Source: an optimization exercise on an open RTL-to-GDS flow (aim: small area, a short achievable clock period and few clock cycles per item). Production flows keep margins and buffers that such runs may drop. In this exercise RTL edits were held to simulation tests only and were not proved equivalent to the original. Power figures rest on the tool's default switching activity, not on a simulated workload.

[constraint.sdc]
create_clock -name core_clock -period 17.0 [get_ports {clk}]
set_input_delay 3.4000 -clock core_clock [delete_from_list [all_inputs] [get_ports {clk}]]
set_output_delay 3.4000 -clock core_clock [all_outputs]
set_load 0.01 [all_outputs]
[standard.sh]
#!/bin/bash
# synth_recipe.tcl (not shown) runs the flow's synth.tcl, then flattens the netlist and writes it again
# the make line also repeats each setting of config.mk as NAME=value (left out here)
make -C /OpenROAD-flow-scripts/flow DESIGN_CONFIG=/design/flow/config.mk WORK_HOME=/design/flow/orfs CLKGATE_MAP_FILE= SYNTH_SCRIPT=/design/flow/synth_recipe.tcl "${@:-finish}"
[design.v]
module fpcvt (
    input  wire        clk,
    input  wire        rst,
    input  wire        in_valid,
    output wire        in_ready,
    input  wire [31:0] x,
    input  wire [3:0]  fmt,
    input  wire        ovf_ieee,
    input  wire        tern,
    output reg         out_valid,
    output reg  [31:0] y,
    output reg         flag_ovf,
    output reg         flag_nan
);
    assign in_ready = 1'b1;
    reg        v1;
    reg [31:0] x1;
    reg [3:0]  fmt1;
    reg        opt1;
    always @(posedge clk) begin
        if (rst) v1 <= 1'b0;
        else     v1 <= in_valid;
        x1   <= x;
        fmt1 <= fmt;
        opt1 <= fmt[3] ? tern : ovf_ieee;
    end
    wire        s    = x1[31];
    wire [7:0]  ex   = x1[30:23];
    wire [22:0] mx   = x1[22:0];
    wire        exz  = ~|ex;
    wire        exo  = &ex;
    wire        mxz  = ~|mx;
    wire f_fp32 = fmt1 == 4'h0;
    wire f_bf16 = fmt1 == 4'h1;
    wire f_fp16 = fmt1 == 4'h2;
    wire f_e4m3 = fmt1 == 4'h3;
    wire f_e5m2 = fmt1 == 4'h4;
    wire f_e3m2 = fmt1 == 4'h5;
    wire f_e2m3 = fmt1 == 4'h6;
    wire f_e2m1 = fmt1 == 4'h7;
    wire f_i32  = fmt1 == 4'h8;
    wire f_i16  = fmt1 == 4'h9;
    wire f_i8   = fmt1 == 4'hA;
    wire f_u8   = fmt1 == 4'hB;
    wire f_i4   = fmt1 == 4'hC;
    wire f_i2   = fmt1 == 4'hD;
    wire f_bin  = fmt1 == 4'hE;
    wire isint1 = fmt1[3];
    wire [5:0] c1 = f_fp16 ? 6'd6 : f_e4m3 ? 6'd21 : f_e5m2 ? 6'd14 : f_e3m2 ? 6'd26 :
                    f_e2m3 ? 6'd27 : f_e2m1 ? 6'd29 : 6'd30;
    wire [5:0] c2 = f_fp32 ? 6'd8   : f_bf16 ? 6'd24  : f_fp16 ? 6'd21  : (f_e4m3 | f_e2m3) ? 6'd28 :
                    (f_e5m2 | f_e3m2) ? 6'd29 : 6'd30;
    wire       fnorm = f_fp32 | f_bf16 |
                       ((f_fp16 | f_e5m2) & (ex >= 8'd113)) | (f_e4m3 & (ex >= 8'd121)) |
                       (f_e3m2 & (ex >= 8'd125)) | ((f_e2m3 | f_e2m1) & (ex >= 8'd127));
    wire       tsat  = (f_fp16 & (ex <= 8'd70)) | (f_e4m3 & (ex <= 8'd85)) | (f_e5m2 & (ex <= 8'd78)) |
                       (f_e3m2 & (ex <= 8'd90)) | (f_e2m3 & (ex <= 8'd91)) | (f_e2m1 & (ex <= 8'd93)) |
                       (isint1 & (ex <= 8'd94));
    wire [5:0] diff  = c1 - ex[5:0];
    wire [5:0] t     = fnorm ? c2 : (diff | {6{tsat}});
    wire [7:0] ehi =
          ({8{f_fp32 | f_bf16}} & ex)
        | ({8{fnorm & (f_fp16 | f_e5m2)}} & {3'd0, ~ex[4], ex[3:0]})
        | ({8{fnorm & f_e4m3}} & {4'd0, ~ex[3], ex[2:0]})
        | ({8{fnorm & f_e3m2}} & {5'd0, ~ex[2], ex[1:0]})
        | ({8{fnorm & (f_e2m3 | f_e2m1)}} & {6'd0, ~ex[1], ex[0]})
        | {7'd0, ~fnorm};
    wire [38:0] w     = {ehi, mx, 8'd0};
    wire [39:0] shv   = {w, 1'b0} >> t;
    reg  [22:0] smask;
    integer k;
    always @(*)
        for (k = 0; k < 23; k = k + 1)
            smask[k] = (t > k + 9);
    wire neg1 = isint1 & s;
    wire ipos_a = (f_i32 & (ex >= 8'd158)) | (f_i16 & (ex >= 8'd142)) | (f_i8 & (ex >= 8'd134)) |
                  (f_u8 & (ex >= 8'd135)) | (f_i4 & (ex >= 8'd130)) | (f_i2 & (ex >= 8'd128));
    wire ineg_a = (f_i32 & (ex >= 8'd159)) | (f_i16 & (ex >= 8'd143)) | (f_i8 & (ex >= 8'd135)) |
                  (f_u8 & (ex >= 8'd127)) | (f_i4 & (ex >= 8'd131)) |
                  (f_i2 & (opt1 ? (ex >= 8'd128) : (ex >= 8'd129)));
    wire ineg_c = (f_i32 & (ex == 8'd158)) | (f_i16 & (ex == 8'd142)) | (f_i8 & (ex == 8'd134)) |
                  f_u8 | (f_i4 & (ex == 8'd130)) |
                  (f_i2 & (opt1 ? (ex == 8'd127) : (ex == 8'd128)));
    wire fbig   = ((f_fp16 | f_e5m2) & (ex > 8'd142)) | (f_e4m3 & (ex > 8'd135)) |
                  (f_e3m2 & (ex > 8'd131)) | ((f_e2m3 | f_e2m1) & (ex > 8'd129));
    wire f_oa   = (fbig & ~exo) | (f_e4m3 & (ex == 8'd135) & (&mx[22:20]));
    wire f_oc   = (f_bf16 & (ex == 8'd254) & (&mx[22:16])) |
                  (f_fp16 & (ex == 8'd142) & (&mx[22:13])) |
                  (f_e5m2 & (ex == 8'd142) & (&mx[22:21])) |
                  (f_e4m3 & (ex == 8'd135) & (mx[22:20] == 3'b110)) |
                  (f_e3m2 & (ex == 8'd131) & (&mx[22:21])) |
                  (f_e2m3 & (ex == 8'd129) & (&mx[22:20])) |
                  (f_e2m1 & (ex == 8'd129) & mx[22]);
    wire bpos   = ~s & ~(exo & ~mxz) & ~(exz & mxz);
    wire oa1    = f_bin ? bpos : isint1 ? (s ? ineg_a : ipos_a) : f_oa;
    wire oc1    = isint1 ? (s ? ineg_c : 1'b1) : f_oc;
    reg        v2;
    reg [31:0] ain;
    reg        guard, stk;
    reg        s2, nan2, inf2, oa2, oc2, opt2;
    reg [3:0]  fmt2;
    always @(posedge clk) begin
        if (rst) v2 <= 1'b0;
        else     v2 <= v1;
        ain   <= shv[32:1] ^ {32{neg1}};
        guard <= shv[0];
        stk   <= |(mx & smask);
        s2    <= s;
        nan2  <= exo & ~mxz;
        inf2  <= exo & mxz;
        oa2   <= oa1;
        oc2   <= oc1;
        opt2  <= opt1;
        fmt2  <= fmt1;
    end
    wire g_fp32 = fmt2 == 4'h0;
    wire g_bf16 = fmt2 == 4'h1;
    wire g_fp16 = fmt2 == 4'h2;
    wire g_e4m3 = fmt2 == 4'h3;
    wire g_e5m2 = fmt2 == 4'h4;
    wire g_e3m2 = fmt2 == 4'h5;
    wire g_e2m3 = fmt2 == 4'h6;
    wire g_e2m1 = fmt2 == 4'h7;
    wire g_i32  = fmt2 == 4'h8;
    wire g_i16  = fmt2 == 4'h9;
    wire g_i8   = fmt2 == 4'hA;
    wire g_u8   = fmt2 == 4'hB;
    wire g_i4   = fmt2 == 4'hC;
    wire g_i2   = fmt2 == 4'hD;
    wire g_bin  = fmt2 == 4'hE;
    wire isint  = fmt2[3];
    wire neg    = isint & s2;
    wire        up    = guard & (stk | (ain[0] ^ neg));
    wire        cin   = up ^ neg;
    wire [31:0] r     = ain + {31'd0, cin};
    wire lb = (g_i32 & (&ain[30:0])) | (g_i16 & (&ain[14:0])) | (g_i8 & (&ain[6:0])) |
              (g_u8 & (s2 | (&ain[7:0]))) | (g_i4 & (&ain[2:0])) |
              (g_i2 & ((s2 & opt2) | ain[0])) | ~isint;
    wire ovf  = oa2 | (neg ? (oc2 & (~lb | up)) : (oc2 & up & lb));
    wire [31:0] wmask = g_fp32 | g_i32 ? 32'hFFFFFFFF :
                        (g_bf16 | g_fp16 | g_i16) ? 32'h0000FFFF :
                        (g_e4m3 | g_e5m2 | g_i8 | g_u8) ? 32'h000000FF :
                        (g_e3m2 | g_e2m3) ? 32'h0000003F :
                        (g_e2m1 | g_i4) ? 32'h0000000F :
                        g_i2 ? 32'h00000003 : 32'h00000001;
    wire [31:0] wtop  = wmask ^ {1'b0, wmask[31:1]};    
    wire fhasinf = g_fp32 | g_bf16 | g_fp16 | g_e5m2;
    wire fhasnan = fhasinf | g_e4m3;
    wire selr = ~nan2 & ~inf2 & ~ovf & ~g_bin;
    wire [31:0] fnan = g_fp32 ? 32'h7FC00000 : g_bf16 ? 32'h7FC0 : g_fp16 ? 32'h7E00 :
                       g_e5m2 ? 32'h7E : g_e4m3 ? 32'h7F : 32'd0;
    wire [31:0] finf = g_fp32 ? 32'h7F800000 : (g_bf16 ? 32'h7F80 : 32'd0) | (g_fp16 ? 32'h7C00 : 32'd0) |
                       (g_e5m2 ? 32'h7C : 32'd0);
    wire [31:0] fmax = g_fp32 ? 32'h7F7FFFFF : g_bf16 ? 32'h7F7F : g_fp16 ? 32'h7BFF :
                       g_e5m2 ? 32'h7B : g_e4m3 ? 32'h7E : (g_e3m2 | g_e2m3) ? 32'h1F : 32'h7;
    wire useinf = fhasinf & (inf2 | opt2);
    wire [31:0] fcon = nan2 ? fnan : ((useinf ? finf : fmax) | (wtop & {32{s2}}));
    wire [31:0] icon = nan2 ? 32'd0 :
                       s2 ? (g_u8 ? 32'd0 : (g_i2 & opt2) ? 32'h3 : wtop) :
                            (g_u8 ? 32'hFF : {1'b0, wmask[31:1]});
    wire [31:0] ccon = g_bin ? {31'd0, oa2} : isint ? icon : fcon;
    wire [31:0] res   = selr ? ((r & wmask) | (wtop & {32{s2 & ~isint}})) : ccon;
    wire        r_nan = nan2 & ~(fhasnan & ~isint);
    wire        r_ovf = ~nan2 & ~g_bin & ((inf2 & ~isint) ? ~fhasinf : ovf);
    always @(posedge clk) begin
        if (rst) out_valid <= 1'b0;
        else     out_valid <= v2;
        y        <= res;
        flag_ovf <= r_ovf;
        flag_nan <= r_nan;
    end
endmodule
[config.mk]
export PLATFORM = sky130hd
export DESIGN_NAME = fpcvt
export DESIGN_NICKNAME = fpcvt
export VERILOG_FILES = /design/flow/design.v
export SDC_FILE = /design/flow/constraint.sdc
export NUM_CORES = 4
export LEC_CHECK = 0
export CAP_MARGIN = 20
export CORE_MARGIN = 2
export CORE_UTILIZATION = 40
export CTS_BUF_LIST = sky130_fd_sc_hd__clkbuf_8
export SLEW_MARGIN = 20
[flow/run.sh]
#!/bin/bash
set -euo pipefail
export BUFFER_PORTS_ARGS="-buffer_cell sky130_fd_sc_hd__buf_2"
export SETUP_SLACK_MARGIN=12.6
export CTS_ARGS="-repair_clock_nets -buf_list sky130_fd_sc_hd__clkbuf_8 -dont_use_dummy_load"
bash standard.sh > standard.log 2>&1
==> results of run 1 <==
## how the worst max path moves through the flow
stage          endpoint  slack [ns]  cells past startpoint
2_1_floorplan    ain[1]       13.12                     16
3_3_place_gp     ain[9]       12.41                     15
5_1_grt         ain[14]       12.61                     12
4_1_cts          ain[1]       12.60                     14
6_report          y[23]       12.71                      1
3_5_place_dp     ain[9]       12.33                     15
## cell type report
type,count,area (sq um),share of cell area [%]
Tap cell,265,332,3.86
Sequential cell,118,2380,27.7
Clock buffer,17,234,2.72
Inverter,27,101,1.18
Timing Repair Buffer,89,484,5.63
Multi-Input combinational cell,788,5070,58.9
## kinds of logic (layout without fill, tap and decap cells)
group / Yosys count / count (layout) / share of synthesized area, %
multiplexers: 49 / 49 / 6.53
other: 1 / 1 / 0.0477
AND/OR/NAND/NOR: 368 / 368 / 23.9
buffers and inverters: 101 / 133 / 5.89
AO/OA/AOI/OAI: 292 / 292 / 24.4
flip-flops: 118 / 118 / 30.1
adder cells (fa/ha/maj): 9 / 9 / 1.50
XOR/XNOR: 69 / 69 / 7.69
## report_power, final
group | switching, uW | internal (uW)
Sequential | 39.1 | 316
Combinational | 186 | 117
Clock | 102 | 87.7
Total | 327 | 520
## placed cells by master (no fill, tap or decap), drive strengths merged, types with 35 or more instances in the layout
| master | count |
|---|---|
| nand2 | 94 |
| mux2i | 40 |
| dfxtp | 118 |
| buf | 89 |
| nor2 | 81 |
| nand3 | 39 |
| xor2 | 36 |
| o21ai | 86 |
| nor3 | 35 |
| a21oi | 58 |
## per-stage QoR
stage,util (%),total power (uW),hold slack [ns],worst slack (ns)
finish,44.3,847,0.427,12.71
global route,44.3,897,0.448,12.61
CTS,44.1,844,0.429,12.60
detailed placement,42.9,653,0.421,12.33
global placement,42.9,653,0.415,12.41
floorplan,-,567,0.351,13.12
## routing by layer
metal | global-route usage (%) | vias to the layer above
met3 | 5.13 | 77
met2 | 37.8 | 487
li1 | - | 3778
met5 | 0 | -
met1 | 33.4 | 3639
met4 | 10.0 | 0
## sequential cells by signal, indices dropped and copies added (netlist names)
register and flops:
ain 32, flag_nan 1, flag_ovf 1, fmt1 4, fmt2 4, guard 1
inf2 1, nan2 1, oa2 1, oc2 1, opt1 1, opt2 1
out_valid 1, s2 1, stk 1, v1 1, v2 1, x1 32
y 32
## repair_timing
| action | CTS | global route |
|---|---|---|
| hold buffers | 0 | 0 |
| gates resized for setup | 2 | 15 |
| setup endpoints to repair | 23 | 28 |
==> metrics.md, run 1 <==
| Metric | Value |
|---|---|
| Antenna-violating nets left | `0` |
| Post-synth EDFFs | `0` |
| Uppermost routed layer | `met4` |
| I/O Buffers | `75` |
| Slew headroom | `approximately two fifths` |
| Pwr Density | `between 90 and 100 mW/mm^2` |
| Die Y | `about 140 microns` |
| Initial core utilization | `between 40% and 50%` |
| Ys async rst share | `0%` |
| Final net count | `1090` |
| Most frequent cell after synthesis | `dfxtp_1` |
| Cell variety after synth | `just over 90` |
| Critical R2R Launch | `x1[30]` |
| Die Footprint | `0.0208 sq mm` |
| Syn nets | `1056` |
| Max Clock Freq | `about 230 MHz` |
| Largest net degree at the start of global routing | `41` |
| Worst R2R Path Depth | `12` |
| Syn Inst Count | `slightly above 1000` |
| Final Max Slew Viols | `0` |
| Fill count | `approximately 2000` |
| Highest-delay cell along the critical path | `dfxtp_1` |
| Leakage power | `0.00327 uW` |
| Clk slew on worst S/H paths | `around 0.080 ns` |
| Clock buffer depth | `2` |
| Worst Path Buf+Inv | `1` |
| Drt total wl | `~25000 microns` |
| CTS H-tree lvls | `4` |
| DR WL met3 | `roughly 2200 microns` |
| Fin area | `0.00860 sq mm` |
| DR vias | `7981` |
| RSZ-0062 raised after global routing | `false` |
| FF-to-FF setup slack | `12.82 ns` |
| Detailed-route wire length per cell | `a little under 20 microns` |
| Avg Vias per Cell | `between 6 and 7` |
| Worst reg2reg endpoint | `ain[14]` |
| Peak VDD IR | `roughly 57 uV` |
| Finished Layout Cells | `1304` |
| Crit Path Category | `reg2out` |
| WHS Path Cells | `1` |
| Main flop type after synthesis | `dfxtp_1` |
| Final setup viols | `0` |
| Tcrit/Tclk final | `25.3%` |
| GPL Wtd Cong | `0.960` |
| Met1 Wirelength | `about 11000 microns` |
| Site Rows | `51` |
| Met2 wire length | `11300 microns` |
| CTS buffer count | `17` |
| Most instantiated cells after synthesis | `dfxtp_1 (118), nand2_1 (93), o21ai_0 (85)` |
| Yosys warning count | `1` |
| CTS tree | `done` |
| Die Wd | `between 100 and 150 microns` |
| Worst slew pin tran | `0.900 ns` |
| Synth-to-Final Area Change | `9.38%` |
| Crit path max fanout | `1` |
| Synth top area cells | `dfxtp_1 (30%), o21ai_0 (5.4%), mux2i_1 (4.7%)` |
| Outcome | `timing/DRC/antenna clean` |
| Max stage delay on crit path | `0.32 ns` |
| CP Launch Type | `flip-flop` |
| Initial DRC count | `1069` |
| Gr ovfl total | `0` |
| DRC | `0` |
| CP startpoint | `y[23]` |
| Share of cells above drive strength 1 | `14.3%` |
| Ant. Diodes | `0` |
| Sequential-to-total area share from yosys stat | `30.1%` |
| Cell family with most CP delay | `flip-flops` |
| Min-Delay Startpoint | `v2` |
| Core Footprint | `approximately 0.019 sq mm` |
| Avg Cell Area, Syn | `between 7 and 8 sq um` |
| Min cycle time layout | `~4.3 ns` |
| Worst setup EP type | `output pin` |
| Post-Syn Area | `between 0.007 and 0.008 sq mm` |
| Cell Area, Placed | `0.00832 sq mm` |
| Initial antenna violation count | `0` |
| Hold Path Sink | `out_valid` |
| Root Buffer | `clkbuf_8` |
| Io pins | `77` |
| Num Clock Sinks | `between 100 and 150` |
| Worst skew pair latency | `0.46 ns` |
| Fin. Hold Viols | `0` |
| Synth area leader | `dfxtp_1` |
| DRT Pass-1 Iters | `9` |
| Worst hold path type | `reg2reg` |
| TNS Setup | `0 ns` |
| MaxCap Viol Count | `0` |
| Worst Path Arrival | `roughly 0.9 ns` |
| Worst EP required | `between 10 and 15 ns` |
| Setup bufs post-CTS | `0` |
| Vias in the first global route | `7131` |
| Post-DP HPWL | `between 15000 and 20000 microns` |
| Total GRT Usage | `about a quarter` |
| Flops & latches, synth | `118` |
| Dpl cells | `around 1300` |
| Final setup skew | `about 0.033 ns` |
| Cell Chain, Critical Path | `buf_2` |
| First-pass GRT wire length | `39800 microns` |
| Share of the synthesized area in the top cell type | `a little under a third` |
Testbench counts, summed over its fixed seeds: cycles 24,024, items 24,000.
==> run 2: changes to the inputs <==
==> flow/run.sh (replaced) <==
#!/bin/bash
set -euo pipefail
export BUFFER_PORTS_ARGS="-buffer_cell sky130_fd_sc_hd__buf_2"
export SETUP_SLACK_MARGIN=12.6
export CTS_ARGS="-sink_clustering_enable -repair_clock_nets -buf_list sky130_fd_sc_hd__clkbuf_8 -dont_use_dummy_load"
bash standard.sh > standard.log 2>&1
==> run 2 against run 1 <==
Synthesized area stayed put; setup slack did not move; sequential share of layout area stayed put; die area unchanged; core utilization unchanged; critical endpoint unchanged.
==> metrics.md, run 2 <==
| Metric | Value |
|---|---|
| Cell variety after synth | `91` |
| Share of cells above drive strength 1 | `14.3%` |
| Cell Chain, Critical Path | `buf_2` |
| Mux cell area share after synthesis | `under 10%` |
| Most frequent cell after synthesis | `dfxtp_1` |
| Max stage delay on crit path | `roughly 0.32 ns` |
| Syn Inst Count | `a little over 1000` |
| Initial antenna violation count | `0` |
| Final setup margin | `roughly 13 ns` |
| Seq pwr share | `a little over two fifths` |
| Min-Delay Startpoint | `v2` |
| Post-synth EDFFs | `0` |
| Worst hold path type | `reg2reg` |
| Pwr Density | `98.5 mW/mm^2` |
| Final Max Slew Viols | `0` |
| Hold Path Sink | `out_valid` |
| Setup bufs post-CTS | `0` |
| Fin. Hold Viols | `0` |
| Cell Area, Placed | `between 0.008 and 0.009 sq mm` |
| Root Buffer | `clkbuf_8` |
| Most frequent cells in the layout | `dfxtp_1 (109), nand2_1 (93), o21ai_0 (85), nor2_1 (80), buf_2 (75)` |
| Worst reg2reg endpoint | `ain[14]` |
| Initial core utilization | `between 40% and 50%` |
| Crit path max fanout | `1` |
| Synthesized-area fraction occupied by adder cells | `~1.5%` |
| Sequential-to-total area share from yosys stat | `between 30% and 40%` |
| Yosys warning count | `1` |
| Gr ovfl total | `0` |
| Num Clock Sinks | `118` |
| Synth top area cells | `dfxtp_1 (30%), o21ai_0 (5.4%), mux2i_1 (4.7%)` |
| Die Wd | `roughly 140 microns` |
| Die Y | `~140 microns` |
| Slew headroom | `about two fifths` |
| RSZ-0062 raised after global routing | `false` |
| Synth area leader | `dfxtp_1` |
| Tcrit/Tclk final | `25.3%` |
| DRT Pass-1 Iters | `9` |
| Fill count | `2032` |
| GPL Wtd Cong | `0.960` |
| Cell depth of the worst setup path | `1` |
| Synth-to-Final Area Change | `9.38%` |
| Ys async rst share | `0%` |
| Final net count | `~1100` |
| Antenna-violating nets left | `0` |
| Leakage power | `approximately 0.0033 uW` |
| Clk slew on worst S/H paths | `about 0.080 ns` |
| WHS Path Cells | `1` |
| Core Footprint | `~0.019 sq mm` |
| Cell family with most CP delay | `flip-flops` |
| Worst slew pin tran | `0.900 ns` |
| Min cycle time layout | `4.29 ns` |
| Clock buffer depth | `2` |
| Main flop type after synthesis | `dfxtp_1` |
| Clock power share | `22.4%` |
| Total GRT Usage | `around 25%` |
| MaxCap Viol Count | `0` |
| Final setup skew | `0.0333 ns` |
| First-pass GRT wire length | `39800 microns` |
| Outcome | `timing/DRC/antenna clean` |
| Simple-gate share of the synthesized area | `around a quarter` |
| Post-Place Setup Slack | `about 12 ns` |
| Synth Area in XOR/XNOR | `under 10%` |
| Vias in the first global route | `about 7000` |
| Io pins | `just under 80` |
| FF-to-FF setup slack | `12.82 ns` |
| Critical R2R Launch | `x1[30]` |
| Worst Path Arrival | `between 0.8 and 0.9 ns` |
| Max Clock Freq | `about 230 MHz` |
| Most instantiated cells after synthesis | `dfxtp_1 (118), nand2_1 (93), o21ai_0 (85)` |
| Compound-Gate Fraction of Synth Area | `between 20% and 30%` |
| Largest regs | `ain x32, x1 x32, y x32` |
| Dpl cells | `1287` |
| Largest family of logic cells by synthesized area | `compound AO/OA/AOI/OAI gates` |
| Finished Layout Cells | `1304` |
| WHS | `~0.43 ns` |
| Peak VDD IR | `about 57 uV` |
| Power Internal | `520 uW` |
| Commonest non-fill, non-tap cell in the layout | `dfxtp_1` |
| Ant. Diodes | `0` |
| Final setup viols | `0` |
| Flops & latches, synth | `118` |
| Avg Vias per Cell | `6.12` |
| Post-Syn Area | `0.00786 sq mm` |
| DR vias | `7981` |
| Syn nets | `between 1000 and 1500` |
| DRC | `0` |
| Fin area | `approximately 0.0086 sq mm` |
| Worst Path Buf+Inv | `1` |
| Worst EP required | `approximately 14 ns` |
| Die Footprint | `just over 0.02 sq mm` |
| Detailed-route wire length per cell | `between 15 and 20 microns` |
| CP Launch Type | `flip-flop` |
| CTS buffer count | `17` |
| Avg Cell Area, Syn | `7.81 sq um` |
| Largest net degree at the start of global routing | `between 40 and 50` |
| Drt total wl | `25200 microns` |
| Site Rows | `51` |
| Worst setup EP type | `output pin` |
| Switching Fraction | `approximately two fifths` |
| Switching power | `between 300 and 400 uW` |
| Post-DP HPWL | `~18000 microns` |
| Worst skew pair latency | `roughly 0.46 ns` |
| CTS H-tree lvls | `4` |
| Worst R2R Path Depth | `12` |
| Combinational share of power | `a little over a third` |
| TNS Setup | `0 ns` |
| I/O Buffers | `75` |
| Share of the synthesized area in the top cell type | `30.1%` |
| Crit Path Category | `reg2out` |
| CTS tree | `done` |
| Highest-delay cell along the critical path | `dfxtp_1` |
| Initial DRC count | `1069` |
run 2: cell counts in the layout (fill, tap and decap cells not counted):
Identical to the previous run, type by type.
run 2: per-stage QoR:
step                      utilization [%]  power (uW)
final                                44.3         847
after global routing                 44.3         897
after CTS                            44.1         844
after detailed placement             42.9         653
after global placement               42.9         653
after floorplan                         -         567
run 2: timing repair:
item                       CTS  global route
setup endpoints to repair   23            28
resized for setup            2            15
hold endpoints to repair     0             0
hold buffers                 0             0
run 2: how the worst max path moves through the flow:
stage	from	endpoint
4_1_cts	fmt1[0]	ain[1]
6_report	y[23]	y[23]
5_1_grt	x1[30]	ain[14]
3_3_place_gp	fmt1[1]	ain[9]
2_1_floorplan	fmt1[3]	ain[1]
3_5_place_dp	fmt1[1]	ain[9]
run 2: per-layer routing:
metal  wire length (microns)  track usage (%)  up-vias
li1                        -                -     3778
met1                   10900             33.4     3639
met2                   11300             37.8      487
met3                    2170             5.13       77
met4                     811             10.0        0
met5                       0                0        -
run 2: cells by family after synthesis:
group | after synthesis
simple gates | 368
flops | 118
xor+xnor | 69
fa+ha+maj | 9
other cells | 1
buf+inv | 101
mux | 49
compound gates | 292
run 2: cell type report:
| class | instances | area (sq um) | share of cell area [%] |
|---|---|---|---|
| clock buffers | 17 | 234 | 2.72 |
| multi-input cells | 788 | 5070 | 58.9 |
| flip-flops and latches | 118 | 2380 | 27.7 |
| repair buffers | 89 | 484 | 5.63 |
| inverters | 27 | 101 | 1.18 |
| well taps | 265 | 332 | 3.86 |
run 2: power groups by stage:
stage / combinational (uW) / sequential [uW] / clock, uW
finish: 302 / 355 / 190
global route: 328 / 360 / 208
CTS: 295 / 354 / 195
detailed placement: 293 / 360 / 0
global placement: 293 / 360 / 0
floorplan: 217 / 350 / 0
==> run 3: changes to the inputs <==
--- a/config.mk
+++ b/config.mk
@@ -10,3 +10,4 @@
 export CORE_UTILIZATION = 40
 export CTS_BUF_LIST = sky130_fd_sc_hd__clkbuf_8
+export PLACE_DENSITY = 0.9
 export SLEW_MARGIN = 20
==> run 3 against run 2 <==
Design area decreased by 0.20%; combinational power about the same; final cell count decreased by 0.31%; fmax decreased by 0.36%; first-iteration DRC count decreased by 5.1%; clock power decreased by 3%; register-to-register slack got worse by 0.13 ns; die area unchanged; sequential share of layout area about the same; setup slack got worse by 0.015 ns; clock skew decreased by 0.0037 ns.
==> metrics.md, run 3 <==
| Metric | Value |
|---|---|
| Switching Fraction | `between 30% and 40%` |
| Most instantiated cells after synthesis | `dfxtp_1 (118), nand2_1 (93), o21ai_0 (85)` |
| Switching power | `322 uW` |
| RSZ-0062 raised after global routing | `true` |
| Final Max Slew Viols | `0` |
| First-pass GRT wire length | `38000 microns` |
| Pwr Density | `98.0 mW/mm^2` |
| Tcrit/Tclk final | `25.3%` |
| Share of the synthesized area in the top cell type | `between 30% and 40%` |
| Combinational share of power | `a little over a third` |
| TNS Setup | `0 ns` |
| GPL Wtd Cong | `between 1 and 1.5` |
| Worst skew pair latency | `approximately 0.45 ns` |
| Fin area | `0.00858 sq mm` |
| Slew headroom | `about a third` |
| Min-Delay Startpoint | `opt1` |
| Avg Cell Area, Syn | `between 7 and 8 sq um` |
| Io pins | `77` |
| MaxCap Viol Count | `0` |
| Worst Path Arrival | `between 4 and 5 ns` |
| Synth-to-Final Area Change | `9.15%` |
| CP Launch Type | `flip-flop` |
| CTS buffer count | `17` |
| Worst setup EP type | `flip-flop` |
| Post-synth EDFFs | `0` |
| Min cycle time layout | `around 4.3 ns` |
| Clock power share | `a little over a fifth` |
| Die Y | `approximately 140 microns` |
| CTS tree | `done` |
| Fill count | `1986` |
| Syn nets | `about 1100` |
| Drt total wl | `~24000 microns` |
| Main flop type after synthesis | `dfxtp_1` |
| Vias in the first global route | `~7300` |
| Critical R2R Launch | `x1[26]` |
| Final setup viols | `0` |
| Clock buffer depth | `2` |
| Largest regs | `ain x32, x1 x32, y x32` |
| Commonest non-fill, non-tap cell in the layout | `dfxtp_1` |
| Num Clock Sinks | `around 120` |
| Avg Vias per Cell | `around 6.2` |
| FF-to-FF setup slack | `between 10 and 15 ns` |
| Post-Syn Area | `0.00786 sq mm` |
| Fin. Hold Viols | `0` |
| Most frequent cell after synthesis | `dfxtp_1` |
| Total GRT Usage | `23.2%` |
| Syn Inst Count | `just over 1000` |
| Worst slew pin tran | `0.996 ns` |
| Worst reg2reg endpoint | `ain[9]` |
| Cell variety after synth | `91` |
| Worst EP required | `~17 ns` |
| DRC | `0` |
| Ys async rst share | `0%` |
| Site Rows | `51` |
| I/O Buffers | `75` |
| Leakage power | `0.00326 uW` |
| Die Footprint | `between 0.02 and 0.025 sq mm` |
| Max Clock Freq | `roughly 230 MHz` |
| Power Internal | `519 uW` |
| Final setup skew | `about 0.030 ns` |
| Hold_buf cts | `0` |
| WHS Path Cells | `0` |
| Worst R2R Path Depth | `12` |
| DR vias | `roughly 8000` |
| Seq pwr share | `between 40% and 50%` |
| Final net count | `1085` |
| Peak VDD IR | `between 50 and 60 uV` |
| Synth top area cells | `dfxtp_1 (30%), o21ai_0 (5.4%), mux2i_1 (4.7%)` |
| Hold Path Sink | `opt2` |
| Yosys warning count | `1` |
| Crit Path Category | `reg2reg` |
| Die Wd | `around 140 microns` |
| Post-DP HPWL | `roughly 17000 microns` |
| Clk slew on worst S/H paths | `0.06 ns` |
| Flops & latches, synth | `between 100 and 150` |
| Crit path max fanout | `27` |
| Sequential-to-total area share from yosys stat | `a little under a third` |
| Antenna-violating nets left | `0` |
| Initial DRC count | `1014` |
| Gr ovfl total | `0` |
| Largest net degree at the start of global routing | `41` |
| Most frequent cells in the layout | `dfxtp_1 (111), nand2_1 (93), o21ai_0 (85), nor2_1 (79), buf_2 (75)` |
| Worst hold path type | `reg2reg` |
| Initial core utilization | `a little over 40%` |
| Outcome | `timing/DRC/antenna clean` |
| Core Footprint | `between 0.015 and 0.02 sq mm` |
| DRT Pass-1 Iters | `6` |
| Cell Area, Placed | `roughly 0.0083 sq mm` |
| Synth area leader | `dfxtp_1` |
| Initial antenna violation count | `1` |
| Share of cells above drive strength 1 | `about 14%` |
| Root Buffer | `clkbuf_8` |
| CTS H-tree lvls | `4` |
| Detailed-route wire length per cell | `about 18 microns` |
## run 3: cell count changes in the layout (fill, tap and decap cells not counted), sizes merged
cell   previous run  this run
diode             0         1
buf              89        84
## run 3: layout make-up
type	count	area (sq um)	area share, %
multi-input cells	788	5090	59.3
flip-flops and latches	118	2370	27.7
repair buffers	84	447	5.21
well taps	265	332	3.86
clock buffers	17	234	2.73
inverters	27	101	1.18
diodes	1	2.50	0.0292
## run 3: cells by family (layout without fill, tap and decap cells)
family / Yosys count / count (layout) / share of synthesized area (%)
fa+ha+maj: 9 / 9 / 1.50
compound gates: 292 / 292 / 24.4
simple gates: 368 / 368 / 23.9
xor+xnor: 69 / 69 / 7.69
buf+inv: 101 / 128 / 5.89
other cells: 1 / 2 / 0.0477
flops: 118 / 118 / 30.1
mux: 49 / 49 / 6.53
## run 3: power by group through the flow
stage / clock, uW / sequential, uW / combinational (uW)
4_1_cts: 188 / 356 / 290
5_1_grt: 202 / 362 / 324
2_1_floorplan: 0 / 350 / 217
3_3_place_gp: 0 / 360 / 286
6_report: 184 / 358 / 299
3_5_place_dp: 0 / 361 / 287
## run 3: layer usage
layer,up-vias,routed length (microns),track usage (%)
met5,-,0,0
met4,0,878,10.0
met3,84,2750,6.89
met2,549,10400,35.5
met1,3713,9760,30.3
li1,3772,-,-
## run 3: stage by stage
| step | hold WS (ns) | worst slack, ns | power, uW | cells | utilization [%] |
|---|---|---|---|---|---|
| 6_report | 0.422 | 12.69 | 841 | 1300 | 44.2 |
| 5_1_grt | 0.432 | 12.57 | 888 | 1299 | 44.2 |
| 4_1_cts | 0.419 | 12.48 | 834 | 1299 | 44.0 |
| 3_5_place_dp | 0.411 | 12.05 | 649 | 1282 | 42.7 |
| 3_3_place_gp | 0.405 | 12.20 | 647 | 1282 | 42.7 |
| 2_1_floorplan | 0.351 | 13.12 | 567 | 1007 | - |
## run 3: worst max path at each step
stage / from / to / slack, ns
2_1_floorplan: fmt1[3] / ain[1] / 13.12
3_3_place_gp: fmt1[1] / ain[9] / 12.20
3_5_place_dp: fmt1[1] / ain[9] / 12.05
4_1_cts: fmt1[0] / ain[9] / 12.48
5_1_grt: fmt1[0] / ain[9] / 12.57
6_report: x1[26] / ain[9] / 12.69
## run 3: repair_timing
item,in CTS,in global routing
gates resized for setup,7,14
buffers inserted,0,0
endpoints found under the setup margin,29,32
## run 3: critical path: stages, from the launching register on
cell	delay (ns)
dfxtp_1	0.68
nor2_1	0.21
o311a_1	0.40
a31oi_1	0.22
and2_0	0.44
a41o_1	0.24
buf_4	0.36
mux2i_2	0.36
mux2i_1	0.17
a221oi_2	0.44
mux2i_1	0.15
a222oi_1	0.36
xor2_1	0.21
==> run 4: changes to the inputs <==
--- a/config.mk
+++ b/config.mk
@@ -10,4 +10,4 @@
 export CORE_UTILIZATION = 40
 export CTS_BUF_LIST = sky130_fd_sc_hd__clkbuf_8
-export PLACE_DENSITY = 0.9
+export PLACE_DENSITY = 0.75
 export SLEW_MARGIN = 20
==> run 4 against run 3 <==
Core utilization fell by 0.058 points; global-route usage rose by 0.65 points; die area did not move; still clean on timing, DRC and antenna; critical path type is now reg2out; flip-flop and latch count did not move; final cell count did not move; fmax rose by 0.24%.
==> metrics.md, run 4 <==
| Metric | Value |
|---|---|
| Cell family with most CP delay | `flip-flops` |
| DR vias | `about 7900` |
| Post-Place Setup Slack | `about 12 ns` |
| Site Rows | `51` |
| Synth area leader | `dfxtp_1` |
| Cell variety after synth | `91` |
| Ant. Diodes | `0` |
| Most instantiated cells after synthesis | `dfxtp_1 (118), nand2_1 (93), o21ai_0 (85)` |
| Syn nets | `about 1100` |
| Largest regs | `ain x32, x1 x32, y x32` |
| Ys async rst share | `0%` |
| Min cycle time layout | `4.30 ns` |
| Gr ovfl total | `0` |
| Final setup margin | `approximately 13 ns` |
| Worst Path Buf+Inv | `1` |
| Share of the synthesized area in the top cell type | `between 30% and 40%` |
| Clock buffer depth | `2` |
| Total GRT Usage | `23.9%` |
| Share of cells above drive strength 1 | `between 10% and 20%` |
| Crit Path Category | `reg2out` |
| Worst skew pair latency | `between 0.4 and 0.5 ns` |
| Num Clock Sinks | `around 120` |
| Initial core utilization | `between 40% and 50%` |
| Tcrit/Tclk final | `25.3%` |
| Die Footprint | `~0.021 sq mm` |
| Root Buffer | `clkbuf_8` |
| TNS Setup | `0 ns` |
| Syn Inst Count | `between 1000 and 1500` |
| Final Max Slew Viols | `0` |
| Fin. Hold Viols | `0` |
| Io pins | `77` |
| Commonest non-fill, non-tap cell in the layout | `dfxtp_1` |
| Highest-delay cell along the critical path | `dfxtp_1` |
| Die Y | `144 microns` |
| Worst slew pin tran | `1.00 ns` |
| Final net count | `about 1100` |
| Largest family of logic cells by synthesized area | `compound AO/OA/AOI/OAI gates` |
| I/O Buffers | `between 70 and 80` |
| Yosys warning count | `1` |
| Most frequent cells in the layout | `dfxtp_1 (112), nand2_1 (93), o21ai_0 (85), nor2_1 (80), buf_2 (75)` |
| Simple-gate share of the synthesized area | `a little under a quarter` |
| Drt total wl | `approximately 24000 microns` |
| Avg Cell Area, Syn | `about 8 sq um` |
| Core Footprint | `just under 0.02 sq mm` |
| Final setup skew | `0.0407 ns` |
| RSZ-0062 raised after global routing | `true` |
| Outcome | `timing/DRC/antenna clean` |
| MaxCap Viol Count | `0` |
| Crit path max fanout | `1` |
| DRC | `0` |
| Initial antenna violation count | `0` |
| Main flop type after synthesis | `dfxtp_1` |
| Flops & latches, synth | `around 120` |
| Compound-Gate Fraction of Synth Area | `between 20% and 30%` |
| Sequential-to-total area share from yosys stat | `30.1%` |
| Synthesized-area fraction occupied by adder cells | `1.50%` |
| Pwr Density | `roughly 100 mW/mm^2` |
| Worst EP required | `approximately 14 ns` |
| Synth Area in XOR/XNOR | `7.69%` |
| Max stage delay on crit path | `approximately 0.32 ns` |
| CTS H-tree lvls | `4` |
| First-pass GRT wire length | `39100 microns` |
| Most frequent cell after synthesis | `dfxtp_1` |
| Initial DRC count | `830` |
| Vias in the first global route | `around 7300` |
| CTS buffer count | `17` |
| Worst hold path type | `reg2reg` |
| Hold_buf cts | `0` |
| Detailed-route wire length per cell | `18.8 microns` |
| Final setup viols | `0` |
| Synth-to-Final Area Change | `9.01%` |
| Fill count | `between 1500 and 2000` |
| Post-synth EDFFs | `0` |
| Worst setup EP type | `output pin` |
| Max Clock Freq | `approximately 230 MHz` |
| Worst Path Arrival | `around 0.90 ns` |
| GPL Wtd Cong | `1.02` |
| Mux cell area share after synthesis | `between 6 and 7%` |
| CP Launch Type | `flip-flop` |
| Slew headroom | `between 30% and 40%` |
| CTS tree | `done` |
| Peak VDD IR | `roughly 51 uV` |
| Clk slew on worst S/H paths | `approximately 0.09 ns` |
| Leakage power | `0.00325 uW` |
| Post-Syn Area | `roughly 0.008 sq mm` |
| Antenna-violating nets left | `0` |
| Die Wd | `between 100 and 150 microns` |
| Largest net degree at the start of global routing | `a little over 40` |
| DRT Pass-1 Iters | `7` |
| Synth top area cells | `dfxtp_1 (30%), o21ai_0 (5.4%), mux2i_1 (4.7%)` |
| Post-DP HPWL | `roughly 18000 microns` |
| Avg Vias per Cell | `between 6 and 7` |
| Cell Chain, Critical Path | `buf_2` |
==> run 4: cell counts after synthesis <==
No cell type changed its count.
==> run 4: layout make-up <==
type                            count  area (sq um)  share of cell area (%)
Multi-Input combinational cell    788          5070                    59.2
Inverter                           27           101                    1.18
Sequential cell                   118          2370                    27.7
Timing Repair Buffer               85           457                    5.33
Clock buffer                       17           234                    2.73
Tap cell                          265           332                    3.87
==> run 4: worst paths after layout <==
path,slack [ns],cells past startpoint,from,endpoint
setup / recovery,12.70,1,y[24],y[24]
hold / removal,0.42,0,opt1,opt2
setup reg to reg,12.76,12,x1[26],ain[15]
hold reg to reg,0.42,0,opt1,opt2
==> run 4: repair_timing <==
item	CTS	global route
resized for setup	3	14
endpoints found under the setup margin	25	33
buffers inserted	0	0
==> run 4: kinds of logic (layout without fill, tap and decap cells) <==
family,after synthesis,count (layout)
XOR/XNOR,69,69
adder cells (fa/ha/maj),9,9
buffers and inverters,101,129
AND/OR/NAND/NOR,368,368
other,1,1
AO/OA/AOI/OAI,292,292
multiplexers,49,49
flip-flops,118,118
==> run 4: per-layer routing <==
metal / wire (microns) / track usage (%)
met1: 10500 / 32.1
met2: 11000 / 37.6
met3: 2060 / 4.70
met4: 791 / 9.50
met5: 0 / 0
==> run 4: power by group <==
part           leakage (uW)  total [uW]  internal, uW  switching (uW)
clock network      0.000122         186          87.5            98.9
logic               0.00215         299           116             183
registers          0.000986         358           316            42.0
total               0.00325         843           519             323
==> run 4: through the flow <==
step	hold slack [ns]	utilization, %	std cells	power (uW)	cell area (sq um)
6_report	0.423	44.2	1300	843	8570
5_1_grt	0.439	44.2	1300	892	8570
4_1_cts	0.431	44.0	1300	839	8530
3_5_place_dp	0.420	42.7	1283	652	8290
3_3_place_gp	0.410	42.7	1283	651	8290
2_1_floorplan	0.351	-	1007	567	7860
==> run 5: changes to the inputs <==
--- a/config.mk
+++ b/config.mk
@@ -10,4 +10,4 @@
 export CORE_UTILIZATION = 40
 export CTS_BUF_LIST = sky130_fd_sc_hd__clkbuf_8
-export PLACE_DENSITY = 0.75
+export GPL_TIMING_DRIVEN = 0
 export SLEW_MARGIN = 20
==> run 5 against run 4 <==
Sequential power decreased by 4%; hold slack got worse by 0.050 ns; critical path type is now reg2reg; critical path depth increased by 14; register-to-register slack got worse by 0.08 ns; fmax decreased by 0.55%; highest routed layer unchanged; design area increased by 4.2%; still clean on timing, DRC and antenna; clock skew decreased by 0.0090 ns.
==> metrics.md, run 5 <==
| Metric | Value |
|---|---|
| Yosys warning count | `1` |
| Antenna-violating nets left | `0` |
| Post-DP HPWL | `20300 microns` |
| Avg Vias per Cell | `6.05` |
| Crit Path Category | `reg2reg` |
| Main flop type after synthesis | `dfxtp_1` |
| CTS buffer count | `17` |
| Worst Path Arrival | `around 4.6 ns` |
| Fin. Hold Viols | `0` |
| Worst R2R Path Depth | `15` |
| Met2 wire length | `between 10000 and 15000 microns` |
| Fin area | `a little under 0.009 sq mm` |
| TNS Setup | `0 ns` |
| Uppermost routed layer | `met4` |
| Num Clock Sinks | `118` |
| Crit path max fanout | `10` |
| FF-to-FF setup slack | `12.68 ns` |
| Total GRT Usage | `26.0%` |
| I/O Buffers | `75` |
| Ys async rst share | `0%` |
| Avg Cell Area, Syn | `approximately 7.8 sq um` |
| Worst hold path type | `reg2reg` |
| Largest regs | `ain x32, x1 x32, y x32` |
| Die Wd | `approximately 140 microns` |
| Synth area leader | `dfxtp_1` |
| Most frequent cell after synthesis | `dfxtp_1` |
| Final setup viols | `0` |
| WHS Path Cells | `0` |
| Dpl cells | `~1300` |
| DR WL met3 | `approximately 2600 microns` |
| Die Footprint | `~0.021 sq mm` |
| Final net count | `1154` |
| Finished Layout Cells | `1368` |
| Initial core utilization | `40.5%` |
| Commonest non-fill, non-tap cell in the layout | `dfxtp_1` |
| Initial DRC count | `873` |
| Drt total wl | `between 20000 and 30000 microns` |
| Syn nets | `between 1000 and 1500` |
| Outcome | `timing/DRC/antenna clean` |
| Share of the synthesized area in the top cell type | `between 30 and 40%` |
| Worst reg2reg endpoint | `ain[1]` |
| Hold Path Sink | `fmt2[0]` |
| Gr ovfl total | `0` |
| Max Clock Freq | `between 200 and 250 MHz` |
| Tcrit/Tclk final | `25.4%` |
| Cell Area, Placed | `0.00857 sq mm` |
| DRC | `0` |
| CTS H-tree lvls | `4` |
| Worst EP required | `17.30 ns` |
| GPL Wtd Cong | `between 1 and 1.5` |
| DRT Pass-1 Iters | `7` |
| Ant. Diodes | `0` |
| Post-layout util | `between 40% and 50%` |
| DR vias | `about 8300` |
| Worst slew pin tran | `1.20 ns` |
| Core Footprint | `around 0.019 sq mm` |
| Critical R2R Launch | `x1[25]` |
| Sequential-to-total area share from yosys stat | `approximately 30%` |
| Synth-to-Final Area Change | `13.6%` |
| Hold_buf cts | `0` |
| RSZ-0062 raised after global routing | `true` |
| Cell variety after synth | `between 90 and 100` |
| MaxCap Viol Count | `0` |
| Share of cells above drive strength 1 | `between 15 and 20%` |
| Die Y | `approximately 140 microns` |
| Final Max Slew Viols | `0` |
| Flops & latches, synth | `~120` |
| Pwr Density | `97.5 mW/mm^2` |
| Most frequent cells in the layout | `dfxtp_1 (118), nand2_1 (93), buf_2 (87), o21ai_0 (84), nor2_1 (79)` |
| Min cycle time layout | `4.32 ns` |
| Clock buffer depth | `2` |
| Post-synth EDFFs | `0` |
| Post-Place Setup Slack | `between 10 and 15 ns` |
| Root Buffer | `clkbuf_8` |
| Vias in the first global route | `about 7600` |
| Synth top area cells | `dfxtp_1 (30%), o21ai_0 (5.4%), mux2i_1 (4.7%)` |
| CP Launch Type | `flip-flop` |
| Most instantiated cells after synthesis | `dfxtp_1 (118), nand2_1 (93), o21ai_0 (85)` |
| Min-Delay Startpoint | `fmt1[0]` |
| Worst skew pair latency | `about 0.45 ns` |
| Detailed-route wire length per cell | `a little under 20 microns` |
| Initial antenna violation count | `0` |
| Post-Syn Area | `between 0.007 and 0.008 sq mm` |
| Clk slew on worst S/H paths | `0.06 ns` |
| Syn Inst Count | `1007` |
| Io pins | `77` |
| Worst setup EP type | `flip-flop` |
| Site Rows | `51` |
| Largest net degree at the start of global routing | `17` |
| Met1 Wirelength | `~11000 microns` |
| Final setup margin | `between 10 and 15 ns` |
| Slew headroom | `between 10% and 20%` |
| First-pass GRT wire length | `41800 microns` |
| Final setup skew | `approximately 0.032 ns` |
| Leakage power | `roughly 0.0034 uW` |
| CTS tree | `done` |
| Peak VDD IR | `around 56 uV` |
run 5: cell types whose count changed in the layout (fill, tap and decap cells not counted), moves of 4 or more:
| cell | delta |
|---|---|
| clkbuf_1 | +38 |
| clkbuf_2 | +7 |
| dfxtp_2 | -4 |
| buf_6 | +6 |
| buf_2 | +12 |
| dfxtp_1 | +6 |
| buf_1 | +4 |
run 5: worst max-delay path: stages (launching register included):
cell,delay [ns]
dfxtp_1,0.32
buf_2,0.18
clkbuf_1,0.55
inv_1,0.28
ha_1,0.43
o21ai_0,0.15
a21boi_0,0.19
o21a_1,0.21
or3_1,0.38
a31oi_4,0.27
or2_1,0.14
clkbuf_2,0.20
nor2_1,0.12
a221oi_1,0.34
o211ai_1,0.23
xor2_1,0.19
run 5: routing by layer:
metal / track usage [%] / vias up
met2: 42.0 / 518
met3: 6.19 / 89
li1: - / 3899
met1: 33.8 / 3764
met5: 0 / -
met4: 9.56 / 0
run 5: how the worst max path moves through the flow:
stage | from | endpoint | slack, ns | cells past startpoint
2_1_floorplan | fmt1[3] | ain[1] | 13.12 | 16
3_3_place_gp | fmt1[3] | ain[1] | 11.92 | 16
3_5_place_dp | fmt1[3] | ain[1] | 12.01 | 16
4_1_cts | fmt1[1] | ain[1] | 12.59 | 16
5_1_grt | fmt1[1] | stk | 12.59 | 16
6_report | x1[25] | ain[1] | 12.68 | 15
run 5: layout make-up:
cell class                      instances  area (sq um)
Fill cell                            2006         10500
Multi-Input combinational cell        788          5120
Sequential cell                       118          2360
Timing Repair Buffer                   79           405
Buffer                                 74           373
Tap cell                              265           332
Clock buffer                           17           234
Inverter                               27           101
run 5: stage by stage:
stage               total power, uW  hold WS, ns
global placement                671        0.361
floorplan                       567        0.351
detailed placement              668        0.364
finish                          870        0.373
CTS                             859        0.380
global route                    917        0.380
run 5: what timing repair did:
item,in CTS,in global routing
gates resized for setup,8,19
pin swaps,0,3
setup endpoints to repair,34,33
setup buffers,0,4
run 5: logic make-up after synthesis:
logic type | synth area share (%)
and+or+nand+nor | 23.9
AOI/OAI and AO/OA | 24.4
muxes | 6.53
xor gates and xnor gates | 7.69
other | 0.0477
DFF | 30.1
adders and majority gates | 1.50
buffers and inverters | 5.89
run 5: power by group:
part           internal, uW  total, uW  switching, uW
Clock                  87.5        187           99.3
Sequential              316        345           29.2
Combinational           127        338            211
Total                   530        870            340
==> run 6: changes to the inputs <==
==> flow/run.sh (replaced) <==
#!/bin/bash
set -euo pipefail
export BUFFER_PORTS_ARGS="-buffer_cell sky130_fd_sc_hd__buf_2"
export SETUP_SLACK_MARGIN=12.7
export CTS_ARGS="-sink_clustering_enable -repair_clock_nets -buf_list sky130_fd_sc_hd__clkbuf_8 -dont_use_dummy_load"
bash standard.sh > standard.log 2>&1
--- a/config.mk
+++ b/config.mk
@@ -10,4 +10,3 @@
 export CORE_UTILIZATION = 40
 export CTS_BUF_LIST = sky130_fd_sc_hd__clkbuf_8
-export GPL_TIMING_DRIVEN = 0
 export SLEW_MARGIN = 20
==> run 6 against run 5 <==
First-iteration DRC count rose by 14%; largest power group unchanged; clock power barely moved; fmax rose by 0.61%; non-clock buffer count fell by 64; die area did not move; wire length fell by 6.5%; still clean on timing, DRC and antenna; synthesized cell count did not move; sequential share of layout area rose by 1.1 points; global-route usage fell by 1.5 points; final cell count fell by 4.7%.
==> metrics.md, run 6 <==
| Metric | Value |
|---|---|
| RSZ-0062 raised after global routing | `true` |
| Gr ovfl total | `0` |
| Flops & latches, synth | `between 100 and 150` |
| Crit path max fanout | `1` |
| Total GRT Usage | `between 20% and 30%` |
| Worst EP required | `~14 ns` |
| Sequential-to-total area share from yosys stat | `a little under a third` |
| Final setup viols | `0` |
| Initial DRC count | `slightly below 1000` |
| WHS Path Cells | `1` |
| Initial antenna violation count | `0` |
| Num Clock Sinks | `~120` |
| Post-synth EDFFs | `0` |
| Pwr Density | `97.9 mW/mm^2` |
| Post-Syn Area | `approximately 0.0079 sq mm` |
| Die Wd | `~140 microns` |
| Fin. Hold Viols | `0` |
| Avg Vias per Cell | `around 6` |
| Ant. Diodes | `0` |
| Synth-to-Final Area Change | `11.0%` |
| Synth area leader | `dfxtp_1` |
| DR vias | `between 7000 and 8000` |
| I/O Buffers | `75` |
| Worst hold path type | `reg2reg` |
| Final Max Slew Viols | `0` |
| GPL Wtd Cong | `~0.96` |
| Met2 wire length | `11200 microns` |
| Share of cells above drive strength 1 | `~16%` |
| MaxCap Viol Count | `0` |
| Fill count | `approximately 2000` |
| Max stage delay on crit path | `between 0.3 and 0.4 ns` |
| TNS Setup | `0 ns` |
| Worst skew pair latency | `around 0.46 ns` |
| Vias in the first global route | `about 7000` |
| Share of the synthesized area in the top cell type | `a little under a third` |
| Multi-input gate area | `0.00509 sq mm` |
| Clock power share | `22.2%` |
| Main flop type after synthesis | `dfxtp_1` |
| Crit Path Category | `reg2out` |
| Clk slew on worst S/H paths | `~0.08 ns` |
| Commonest non-fill, non-tap cell in the layout | `dfxtp_1` |
| Worst R2R Path Depth | `13` |
| Reg area | `0.00240 sq mm` |
| Root Buffer | `clkbuf_8` |
| Syn Inst Count | `about 1000` |
| Drt total wl | `roughly 25000 microns` |
| Tcrit/Tclk final | `25.3%` |
| Most instantiated cells after synthesis | `dfxtp_1 (118), nand2_1 (93), o21ai_0 (85)` |
| Seq pwr share | `a little over two fifths` |
| Uppermost routed layer | `met4` |
| Cell Chain, Critical Path | `buf_6` |
| Combinational share of power | `between 30% and 40%` |
| Avg Cell Area, Syn | `between 7 and 8 sq um` |
| Largest net degree at the start of global routing | `a little over 40` |
| Met1 Wirelength | `between 10000 and 15000 microns` |
| Io pins | `between 70 and 80` |
| Hold_buf cts | `0` |
| Die Y | `144 microns` |
| Post-DP HPWL | `~18000 microns` |
| Clock buffer depth | `2` |
| Min cycle time layout | `about 4.3 ns` |
| Cell depth of the worst setup path | `1` |
| CTS tree | `done` |
| DRT Pass-1 Iters | `6` |
| Slew headroom | `about two fifths` |
| WHS | `approximately 0.42 ns` |
| Switching Fraction | `around two fifths` |
| DR WL met3 | `roughly 2000 microns` |
| Highest-delay cell along the critical path | `dfxtp_2` |
| Final setup skew | `0.0340 ns` |
| Largest regs | `ain x32, x1 x32, y x32` |
| Switching power | `328 uW` |
| Antenna-violating nets left | `0` |
| Syn nets | `~1100` |
| Core Footprint | `between 0.015 and 0.02 sq mm` |
| Worst setup EP type | `output pin` |
| CTS H-tree lvls | `4` |
| Detailed-route wire length per cell | `between 15 and 20 microns` |
| Worst Path Arrival | `roughly 0.90 ns` |
| Final net count | `~1100` |
| Synth top area cells | `dfxtp_1 (30%), o21ai_0 (5.4%), mux2i_1 (4.7%)` |
| Site Rows | `51` |
| Most frequent cell after synthesis | `dfxtp_1` |
| Worst Path Buf+Inv | `1` |
| Initial core utilization | `about two fifths` |
| Outcome | `timing/DRC/antenna clean` |
| Setup bufs post-CTS | `0` |
| Max Clock Freq | `between 200 and 250 MHz` |
| First-pass GRT wire length | `around 40000 microns` |
| Yosys warning count | `1` |
| Worst slew pin tran | `roughly 0.89 ns` |
| Ys async rst share | `0%` |
| Peak VDD IR | `57.6 uV` |
| Cell variety after synth | `91` |
| Power Internal | `525 uW` |
| Cell family with most CP delay | `flip-flops` |
| Most frequent cells in the layout | `dfxtp_1 (94), nand2_1 (93), o21ai_0 (85), nor2_1 (80), buf_2 (62)` |
| Leakage power | `0.00330 uW` |
| DRC | `0` |
| CP Launch Type | `flip-flop` |
| Die Footprint | `~0.021 sq mm` |
| CTS buffer count | `17` |
## run 6: metal layers
| metal | global-route usage, % | vias to the layer above |
|---|---|---|
| li1 | - | 3774 |
| met1 | 33.4 | 3704 |
| met2 | 37.8 | 451 |
| met3 | 5.13 | 68 |
| met4 | 10.0 | 0 |
| met5 | 0 | - |
## run 6: cell families after synthesis
family / after synthesis / share of synthesized area (%)
simple gates: 368 / 23.9
mux: 49 / 6.53
buf+inv: 101 / 5.89
xor+xnor: 69 / 7.69
other cells: 1 / 0.0477
fa+ha+maj: 9 / 1.50
flops: 118 / 30.1
compound gates: 292 / 24.4
## run 6: cell type report
type	instances	area share [%]
multi-input combinational	788	58.3
timing repair buffer	89	6.51
tap	265	3.80
clock buffer	17	2.68
sequential	118	27.5
inverter	27	1.16
## run 6: what timing repair did
item | in CTS | in global routing
endpoints found under the setup margin | 41 | 66
hold endpoints to repair | 0 | 0
gates cloned | 0 | 0
resized for setup | 6 | 46
## run 6: path summary, 6_finish.rpt
kind	slack [ns]	start	endpoint
worst max register to register	12.91	fmt1[2]	ain[0]
worst min-delay path	0.42	v2	out_valid
worst max-delay path	12.70	y[23]	y[23]
worst min register to register	0.42	v2	out_valid
## run 6: power groups by stage
| stage | Clock, uW | Sequential (uW) | Combinational (uW) |
|---|---|---|---|
| after global routing | 208 | 362 | 333 |
| final | 190 | 357 | 308 |
| after floorplan | 0 | 350 | 217 |
| after global placement | 0 | 360 | 293 |
| after CTS | 195 | 354 | 295 |
| after detailed placement | 0 | 360 | 293 |
## run 6: stage by stage
step | setup slack, ns | utilization (%) | total power, uW | area (sq um) | std cells
detailed placement | 12.33 | 42.9 | 653 | 8320 | 1287
finish | 12.70 | 45.0 | 854 | 8720 | 1304
global placement | 12.41 | 42.9 | 653 | 8320 | 1287
CTS | 12.68 | 44.2 | 844 | 8570 | 1304
floorplan | 13.12 | - | 567 | 7860 | 1007
global route | 12.67 | 45.0 | 904 | 8720 | 1304
==> run 7: changes to the inputs <==
==> flow/run.sh (replaced) <==
#!/bin/bash
set -euo pipefail
export BUFFER_PORTS_ARGS="-buffer_cell sky130_fd_sc_hd__buf_2"
export SETUP_SLACK_MARGIN=12.4
export CTS_ARGS="-sink_clustering_enable -repair_clock_nets -buf_list sky130_fd_sc_hd__clkbuf_8 -dont_use_dummy_load"
bash standard.sh > standard.log 2>&1
==> run 7 against run 6 <==
Still clean; first-iteration DRC count grew 7.2%; final cell count is the same; power shrank 0.89%; synthesized area is the same; critical path type is now reg2reg; critical endpoint is now ain[14]; largest cell class unchanged.
==> metrics.md, run 7 <==
| Metric | Value |
|---|---|
| Outcome | `timing/DRC/antenna clean` |
| Grt met2 use | `roughly two fifths` |
| Synthesized-area fraction occupied by adder cells | `between 1 and 1.5%` |
| Commonest non-fill, non-tap cell in the layout | `dfxtp_1` |
| Die Wd | `~140 microns` |
| Ys async rst share | `0%` |
| FF-to-FF setup slack | `roughly 13 ns` |
| GR peak layer | `met2` |
| Initial antenna violation count | `0` |
| Clock power share | `approximately 22%` |
| Crit Path Category | `reg2reg` |
| Switching Fraction | `approximately two fifths` |
| Combinational share of power | `35.7%` |
| Worst R2R Path Depth | `12` |
| Simple-gate share of the synthesized area | `between 20% and 30%` |
| CTS buffer count | `17` |
| Die Y | `144 microns` |
| Worst EP required | `17.36 ns` |
| CP Launch Type | `flip-flop` |
| Most instantiated cells after synthesis | `dfxtp_1 (118), nand2_1 (93), o21ai_0 (85)` |
| Synth Area in XOR/XNOR | `a little under 8%` |
| Synth-to-Final Area Change | `9.07%` |
| Clock buffer depth | `2` |
| Share of the synthesized area in the top cell type | `between 30% and 40%` |
| Root Buffer | `clkbuf_8` |
| Critical R2R Launch | `x1[28]` |
| Worst reg2reg endpoint | `ain[14]` |
| Core Footprint | `around 0.019 sq mm` |
| Post-DP HPWL | `between 15000 and 20000 microns` |
| Detailed-route wire length per cell | `between 15 and 20 microns` |
| Num Clock Sinks | `~120` |
| Pwr Density | `approximately 99 mW/mm^2` |
| Switching power | `~330 uW` |
| Site Rows | `between 50 and 60` |
| DR vias | `between 8000 and 9000` |
| CTS H-tree lvls | `4` |
| MaxCap Viol Count | `0` |
| Largest family of logic cells by synthesized area | `compound AO/OA/AOI/OAI gates` |
| Yosys warning count | `1` |
| Io pins | `77` |
| DRC | `0` |
| Tcrit/Tclk final | `approximately a quarter` |
| Peak VDD IR | `about 57 uV` |
| Max Clock Freq | `231 MHz` |
| GRT met3 Usage | `roughly 5.2%` |
| Leakage power | `approximately 0.0033 uW` |
| Mux cell area share after synthesis | `approximately 6.5%` |
| Initial core utilization | `just over 40%` |
| Largest net degree at the start of global routing | `between 40 and 50` |
| Main flop type after synthesis | `dfxtp_1` |
| First-pass GRT wire length | `approximately 40000 microns` |
| Cell variety after synth | `91` |
| Total GRT Usage | `about a quarter` |
| Initial DRC count | `1062` |
| Vias in the first global route | `a little over 7000` |
| Avg Cell Area, Syn | `between 7 and 8 sq um` |
| Post-synth EDFFs | `0` |
| Hold_buf cts | `0` |
| Synth area leader | `dfxtp_1` |
| Final setup skew | `between 0.03 and 0.04 ns` |
| Gr ovfl total | `0` |
| Fin. Hold Viols | `0` |
| Seq pwr share | `about two fifths` |
| Most frequent cell after synthesis | `dfxtp_1` |
| Power Internal | `roughly 520 uW` |
| Worst hold path type | `reg2reg` |
| CTS tree | `done` |
| Post-Syn Area | `roughly 0.0079 sq mm` |
| Drt total wl | `approximately 25000 microns` |
| Worst skew pair latency | `around 0.46 ns` |
| Fin area | `about 0.0086 sq mm` |
| Avg Vias per Cell | `6.14` |
| Largest regs | `ain x32, x1 x32, y x32` |
| Die Footprint | `0.0208 sq mm` |
| Flops & latches, synth | `around 120` |
| Crit path max fanout | `27` |
| CP startpoint | `x1[28]` |
| Min cycle time layout | `4.34 ns` |
| Slew headroom | `43.4%` |
| Sequential-to-total area share from yosys stat | `between 30% and 40%` |
| Compound-Gate Fraction of Synth Area | `between 20% and 30%` |
| Synth top area cells | `dfxtp_1 (30%), o21ai_0 (5.4%), mux2i_1 (4.7%)` |
| Share of cells above drive strength 1 | `~14%` |
| Fill count | `2035` |
| Cell Area, Placed | `between 0.008 and 0.009 sq mm` |
| TNS Setup | `0 ns` |
| RSZ-0062 raised after global routing | `false` |
| Clk slew on worst S/H paths | `approximately 0.070 ns` |
| Most frequent cells in the layout | `dfxtp_1 (114), nand2_1 (93), o21ai_0 (85), nor2_1 (80), buf_2 (75)` |
| Crit path to | `ain[14]` |
| Worst slew pin tran | `between 0.8 and 0.9 ns` |
| Final setup viols | `0` |
| Final Max Slew Viols | `0` |
| WHS Path Cells | `1` |
| Met1 usage | `approximately a third` |
| GPL Wtd Cong | `roughly 0.96` |
| Final net count | `1090` |
| Syn Inst Count | `1007` |
| Ant. Diodes | `0` |
| Syn nets | `between 1000 and 1500` |
| Worst Path Arrival | `4.70 ns` |
| DRT Pass-1 Iters | `6` |
| Worst setup EP type | `flip-flop` |
| Antenna-violating nets left | `0` |
| I/O Buffers | `75` |
[run 7: cells by family (layout without fill, tap and decap cells)]
group,Yosys count,in the layout
mux,49,49
buf+inv,101,133
simple gates,368,368
xor+xnor,69,69
compound gates,292,292
fa+ha+maj,9,9
other cells,1,1
flops,118,118
[run 7: timing repair]
item	in CTS	in global routing
buffers inserted	0	0
gates resized for setup	1	7
cloned	0	0
setup endpoints to repair	4	20
[run 7: worst min path at each step]
stage / startpoint / endpoint / slack (ns)
2_1_floorplan: fmt1[0] / fmt2[0] / 0.35
3_3_place_gp: opt1 / opt2 / 0.41
3_5_place_dp: opt1 / opt2 / 0.42
4_1_cts: v2 / out_valid / 0.43
5_1_grt: opt1 / opt2 / 0.45
6_report: v2 / out_valid / 0.43
[run 7: area by class of cell]
| class | instances | area, sq um | share of cell area, % |
|---|---|---|---|
| tap | 265 | 332 | 3.87 |
| multi-input combinational | 788 | 5050 | 59.0 |
| inverter | 27 | 101 | 1.18 |
| sequential | 118 | 2370 | 27.6 |
| timing repair buffer | 89 | 484 | 5.65 |
| clock buffer | 17 | 234 | 2.73 |
[run 7: metrics by stage]
stage	setup WS [ns]	util (%)	hold WS (ns)	total power [uW]	instances
floorplan	13.12	-	0.351	567	1007
global placement	12.41	42.9	0.415	653	1287
detailed placement	12.33	42.9	0.421	653	1287
CTS	12.49	44.1	0.429	843	1304
global route	12.41	44.2	0.448	896	1304
finish	12.66	44.2	0.426	846	1304
[run 7: routing by layer]
layer,wire (microns),vias to the layer above,part of all wire (%)
li1,-,3771,-
met1,11100,3730,44
met2,11300,439,45
met3,2140,67,8.5
met4,780,0,3.1
met5,0,-,0
[run 7: power by group through the flow]
| stage | Clock (uW) | Sequential [uW] | Combinational, uW |
|---|---|---|---|
| 6_report | 189 | 355 | 302 |
| 5_1_grt | 208 | 360 | 328 |
| 3_5_place_dp | 0 | 360 | 293 |
| 2_1_floorplan | 0 | 350 | 217 |
| 3_3_place_gp | 0 | 360 | 293 |
| 4_1_cts | 195 | 354 | 295 |
[run 7: critical path, cell delays in order, from the launching register on]
cell,delay (ns)
dfxtp_1,0.84
and4bb_2,0.36
a32oi_1,0.21
nor3_1,0.10
nor4_4,0.53
a41o_1,0.26
buf_4,0.36
mux2i_1,0.41
a22oi_1,0.19
mux2i_1,0.35
mux2i_1,0.13
a222oi_1,0.30
xor2_1,0.19

port drivers added, routing unchanged:
No port has a modelled driver above. Below, the same layouts with a new extraction and two added sets of constraints.
Step 1, drivers: a clkbuf_16 drives clk and a buf_2 each remaining input, both assumed.
Step 2, shift: input delay + t, output delay - t, t = (earliest + latest rising clock arrival at the registers) / 2. This alone moves slack from input paths to output paths.
a / b / c = no drivers / after step 1 / after step 2; a / b = the first two.
run | t, ns | setup slack, ns | hold slack, ns | worst register clock-pin slew, ns
run 1 | 0.483 | 12.707 / 12.663 / 12.816 | 0.427 / 0.427 / 0.427 | 0.08 / 0.08
run 2 | 0.483 | 12.707 / 12.663 / 12.816 | 0.427 / 0.427 / 0.427 | 0.08 / 0.08
run 3 | 0.476 | 12.692 / 12.668 / 12.692 | 0.422 / 0.422 / 0.422 | 0.08 / 0.08
run 4 | 0.476 | 12.702 / 12.663 / 12.756 | 0.423 / 0.423 / 0.423 | 0.09 / 0.09
run 5 | 0.478 | 12.678 / 12.666 / 12.678 | 0.373 / 0.373 / 0.373 | 0.08 / 0.08
run 6 | 0.483 | 12.705 / 12.662 / 12.908 | 0.424 / 0.424 / 0.424 | 0.08 / 0.08
run 7 | 0.483 | 12.663 / 12.663 / 12.663 | 0.426 / 0.426 / 0.426 | 0.08 / 0.08
After both steps every run listed still meets setup and hold.
